Source: an optimization exercise on an open RTL-to-GDS flow (aim: small area and a short achievable clock period). Production flows keep margins and buffers that such runs may drop.
In this exercise RTL edits were held to simulation tests only and were not proved equivalent to the original.

build 24:
Design dmd_top, start of the top module:
module dmd_top (
    input  wire        clk,
    input  wire        rst,
    input  wire [47:0] cfg_freq,      
    input  wire [2:0]  cfg_mode,      
    input  wire [17:0] cfg_ax0_i,
    input  wire [17:0] cfg_ax0_q,
    input  wire [17:0] cfg_ax1_i,
    input  wire [17:0] cfg_ax1_q,
    input  wire [35:0] cfg_t0,
    input  wire [35:0] cfg_t1,
    input  wire [35:0] cfg_t2,
    input  wire        s_valid,
    input  wire        s_start,       
    input  wire [11:0] s_len,         
    input  wire [47:0] s_phase,       
    input  wire [15:0] s_y,           
    input  wire [35:0] s_w,           
    output reg         res_valid,
    output reg  [35:0] res_i,
    output reg  [35:0] res_q,
    output reg  [1:0]  res_state,
    output reg  [3:0]  res_flags      
);
make LEC_CHECK=0 CAP_MARGIN=20 CORE_MARGIN=2 CORE_UTILIZATION=40 SETUP_SLACK_MARGIN=1.0 SLEW_MARGIN=20 SYNTH_MEMORY_MAX_BITS=65536 finish   # period 20.0 ns
run.sh (not shown) runs the stock make flow with config.mk's settings and CLKGATE_MAP_FILE= SYNTH_SCRIPT=/design/flow/synth_recipe.tcl, a recipe that flattens the netlist after the stock synthesis.
Build 24: flow completed, timing, DRC and antenna clean
Modified inputs, trial 4 compared to build 24
==> flow/flow/run.sh (new file) <==
#!/bin/bash
# The standard layout (the standard.sh), except that timing repair aims
# for more setup slack than the design's flow settings ask for. The clock
# period, constraints, synthesis, floorplan, power grid and routing are the
# standard ones.
set -euo pipefail
MARGIN=$(cat flow/margin.txt)
# standard synthesis, unchanged
bash standard.sh synth > synth.log 2>&1
# the rest of the standard flow with the larger setup margin
sed -e "s/SETUP_SLACK_MARGIN=[-0-9.]*/SETUP_SLACK_MARGIN=${MARGIN}/" standard.sh > standard_margin.sh
bash standard_margin.sh > layout.log 2>&1
==> flow/flow/margin.txt (new file) <==
14.4
==> flow/standard.sh (new file) <==
#!/bin/bash
# synth_recipe.tcl (not shown) runs the flow's synth.tcl, then flattens the netlist and writes it again
# the make line also repeats each setting of config.mk as NAME=value (left out here)
make -C /OpenROAD-flow-scripts/flow DESIGN_CONFIG=/design/flow/config.mk WORK_HOME=/design/flow/orfs CLKGATE_MAP_FILE= SYNTH_SCRIPT=/design/flow/synth_recipe.tcl "${@:-finish}"
removed: flow/run.sh
Findings:
Going from build 24 to trial 4, wire length fell 1.4%; number of combinational gates with multiple inputs held steady; final standard cell area without fillers saw an increase.
Side by side, peak per-stage delay on the critical path turned out lower in trial 4 than in build 24.
Trial 4: clock-buffer cell count about 6% below build 24
The more densely filled core belongs to trial 4, not build 24.
Sort build 24 and trial 4 by critical path depth desc -> top: build 24
Compared build 24 against trial 4; sequential cell area within noise.
Trial 4 ends up with a buffer count from post-CTS setup fixing that is 84 higher than in build 24.
Combined area of the multi-input logic cells across build 24 and trial 4: no real change.

* * *

== try-raven ==
dmd_top, a different RTL version from the one above (not shown whole).
For scale: roughly 430 I/O pins, about 63000 um^2 of cells after synthesis.
export LEC_CHECK = 0
export CAP_MARGIN = 20
export CORE_MARGIN = 2
export CORE_UTILIZATION = 52
export SETUP_SLACK_MARGIN = 1.0
export SLEW_MARGIN = 20
export SYNTH_MEMORY_MAX_BITS = 65536
create_clock -name core_clock -period 20.0 [get_ports {clk}]
standard.sh (not shown) runs the stock make flow with config.mk's settings and CLKGATE_MAP_FILE= SYNTH_SCRIPT=/design/flow/synth_recipe.tcl, a recipe that flattens the netlist after the stock synthesis.
==> flow/flow/run.sh <==
#!/bin/bash
# The standard layout (the standard.sh), except that timing repair aims
# for more setup slack than the design's flow settings ask for, and the port
# buffers are sky130_fd_sc_hd__buf_1. The clock period, constraints,
# synthesis, floorplan, power grid and routing are the standard ones.
set -euo pipefail
MARGIN=$(cat flow/margin.txt)
# standard synthesis, unchanged
bash standard.sh synth > synth.log 2>&1
# the rest of the standard flow with the larger setup margin
sed -e "s/SETUP_SLACK_MARGIN=[-0-9.]*/SETUP_SLACK_MARGIN=${MARGIN} BUFFER_PORTS_ARGS='-buffer_cell sky130_fd_sc_hd__buf_1'/" standard.sh > standard_margin.sh
bash standard_margin.sh > layout.log 2>&1
==> flow/flow/margin.txt <==
14.9
try-raven finished every step from synthesis to the final layout, and the layout passed the timing, DRC and antenna checks.
Edits applied to the flow inputs when going from try-raven to try-maple:
==> flow/flow/run.sh <==
#!/bin/bash
# The standard layout (the standard.sh), except that timing repair aims
# for more setup slack than the design's flow settings ask for, and the port
# buffers are sky130_fd_sc_hd__buf_2. The clock period, constraints,
# synthesis, floorplan, power grid and routing are the standard ones.
set -euo pipefail
MARGIN=$(cat flow/margin.txt)
# standard synthesis, unchanged
bash standard.sh synth > synth.log 2>&1
# the rest of the standard flow with the larger setup margin
sed -e "s/SETUP_SLACK_MARGIN=[-0-9.]*/SETUP_SLACK_MARGIN=${MARGIN} BUFFER_PORTS_ARGS='-buffer_cell sky130_fd_sc_hd__buf_2'/" standard.sh > standard_margin.sh
bash standard_margin.sh > layout.log 2>&1
==> comparison <==
- try-maple closes out successfully: all stages finished, all timing, DRC and antenna checks passed.
- Against try-raven, try-maple comes in 1 higher on iteration count of the initial detailed-routing pass.
- Status: maximum frequency parity (try-raven, try-maple)
- Compared with try-raven, try-maple shows pin count of the biggest net entering global routing that has gone up by more than a quarter.
- Re logic depth of the worst register-to-register path: try-maple is 2 up on try-raven.
- try-raven -> try-maple: share of flip-flops with an asynchronous set or reset after synthesis delta 0, exact match
- try-maple and try-raven ended up with nearly the same via count.
- Summary of try-maple over try-raven: fraction of the cycle the final worst path needs did not really move, transition time at the pin with the least slew margin climbed 0.050 ns.
- Between try-raven and try-maple, the flow reports wire length increasing by a few percent.
The following lists how try-harbor was set up differently from try-maple:
Settings: CORE_UTILIZATION now 58, was 52.
==> flow/flow/run.sh <==
#!/bin/bash
# The standard layout (the standard.sh), except that timing repair aims
# for more setup slack than the design's flow settings ask for, and the port
# buffers are sky130_fd_sc_hd__buf_1. The clock period, constraints,
# synthesis, floorplan, power grid and routing are the standard ones.
set -euo pipefail
MARGIN=$(cat flow/margin.txt)
# standard synthesis, unchanged
bash standard.sh synth > synth.log 2>&1
# the rest of the standard flow with the larger setup margin
sed -e "s/SETUP_SLACK_MARGIN=[-0-9.]*/SETUP_SLACK_MARGIN=${MARGIN} BUFFER_PORTS_ARGS='-buffer_cell sky130_fd_sc_hd__buf_1'/" standard.sh > standard_margin.sh
bash standard_margin.sh > layout.log 2>&1
[summary]
try-harbor gives more final worst slack than try-maple did. The number of nets in the finished design was comparable across try-maple and try-harbor. Relative to try-maple, number of fill cells has gone down in try-harbor. On share of cell area taken by flip-flops and latches: between try-maple and try-harbor, it ends up higher for try-harbor. Any difference in fraction of area in clock buffers and inverters between try-maple and try-harbor is small enough to ignore.
## Diff of input files: try-nickel against try-harbor
==> flow/flow/run.sh <==
#!/bin/bash
# The standard layout (the standard.sh), except that timing repair aims
# for more setup slack than the design's flow settings ask for, and the port
# buffers are sky130_fd_sc_hd__buf_2. The clock period, constraints,
# synthesis, floorplan, power grid and routing are the standard ones.
set -euo pipefail
MARGIN=$(cat flow/margin.txt)
# standard synthesis, unchanged
bash standard.sh synth > synth.log 2>&1
# the rest of the standard flow with the larger setup margin
sed -e "s/SETUP_SLACK_MARGIN=[-0-9.]*/SETUP_SLACK_MARGIN=${MARGIN} BUFFER_PORTS_ARGS='-buffer_cell sky130_fd_sc_hd__buf_2'/" standard.sh > standard_margin.sh
bash standard_margin.sh > layout.log 2>&1
==> comparison <==
For final hold slack, try-harbor and try-nickel come out practically identical. | design area | higher: try-nickel |. try-nickel has growth of design area from synthesis to finish above what try-harbor had.

-- separate check: timing with driven ports --
Ports are ideal in the flow. The routed layouts listed here were re-timed in OpenROAD. Step 1, drivers: a clkbuf_16 drives clk and a buf_2 each remaining input, both assumed. Step 2 times the ports against the registers' clock, not the clock port: input delays grow and output delays shrink by t, the midpoint of the rising clock arrivals with the driver on. Slacks: ideal / step 1 / step 2; pairs: ideal / step 1.
run	shift t [ns]	slack for setup (ns)	clock arrival spread, ns	worst data-port slew with drivers (ns)	pins driven straight from the clock port
build 24	0.789	13.632 / 13.632 / 12.921	0.083 / 0.082	0.13	1
trial 4	0.786	14.433 / 14.357 / 13.717	0.049 / 0.049	0.21	1
try-raven	0.782	14.771 / 14.695 / 14.311	0.050 / 0.051	0.09	1
try-maple	0.799	14.780 / 14.700 / 14.263	0.039 / 0.039	0.11	1
try-harbor	0.765	14.794 / 14.713 / 14.391	0.052 / 0.052	0.10	1
try-nickel	0.770	14.786 / 14.709 / 14.365	0.041 / 0.041	0.09	1
After both steps setup and hold are still met in every run listed. For trial 4, which loses most, drivers alone change the setup slack by -0.076 ns; drivers and shift together by -0.716 ns.
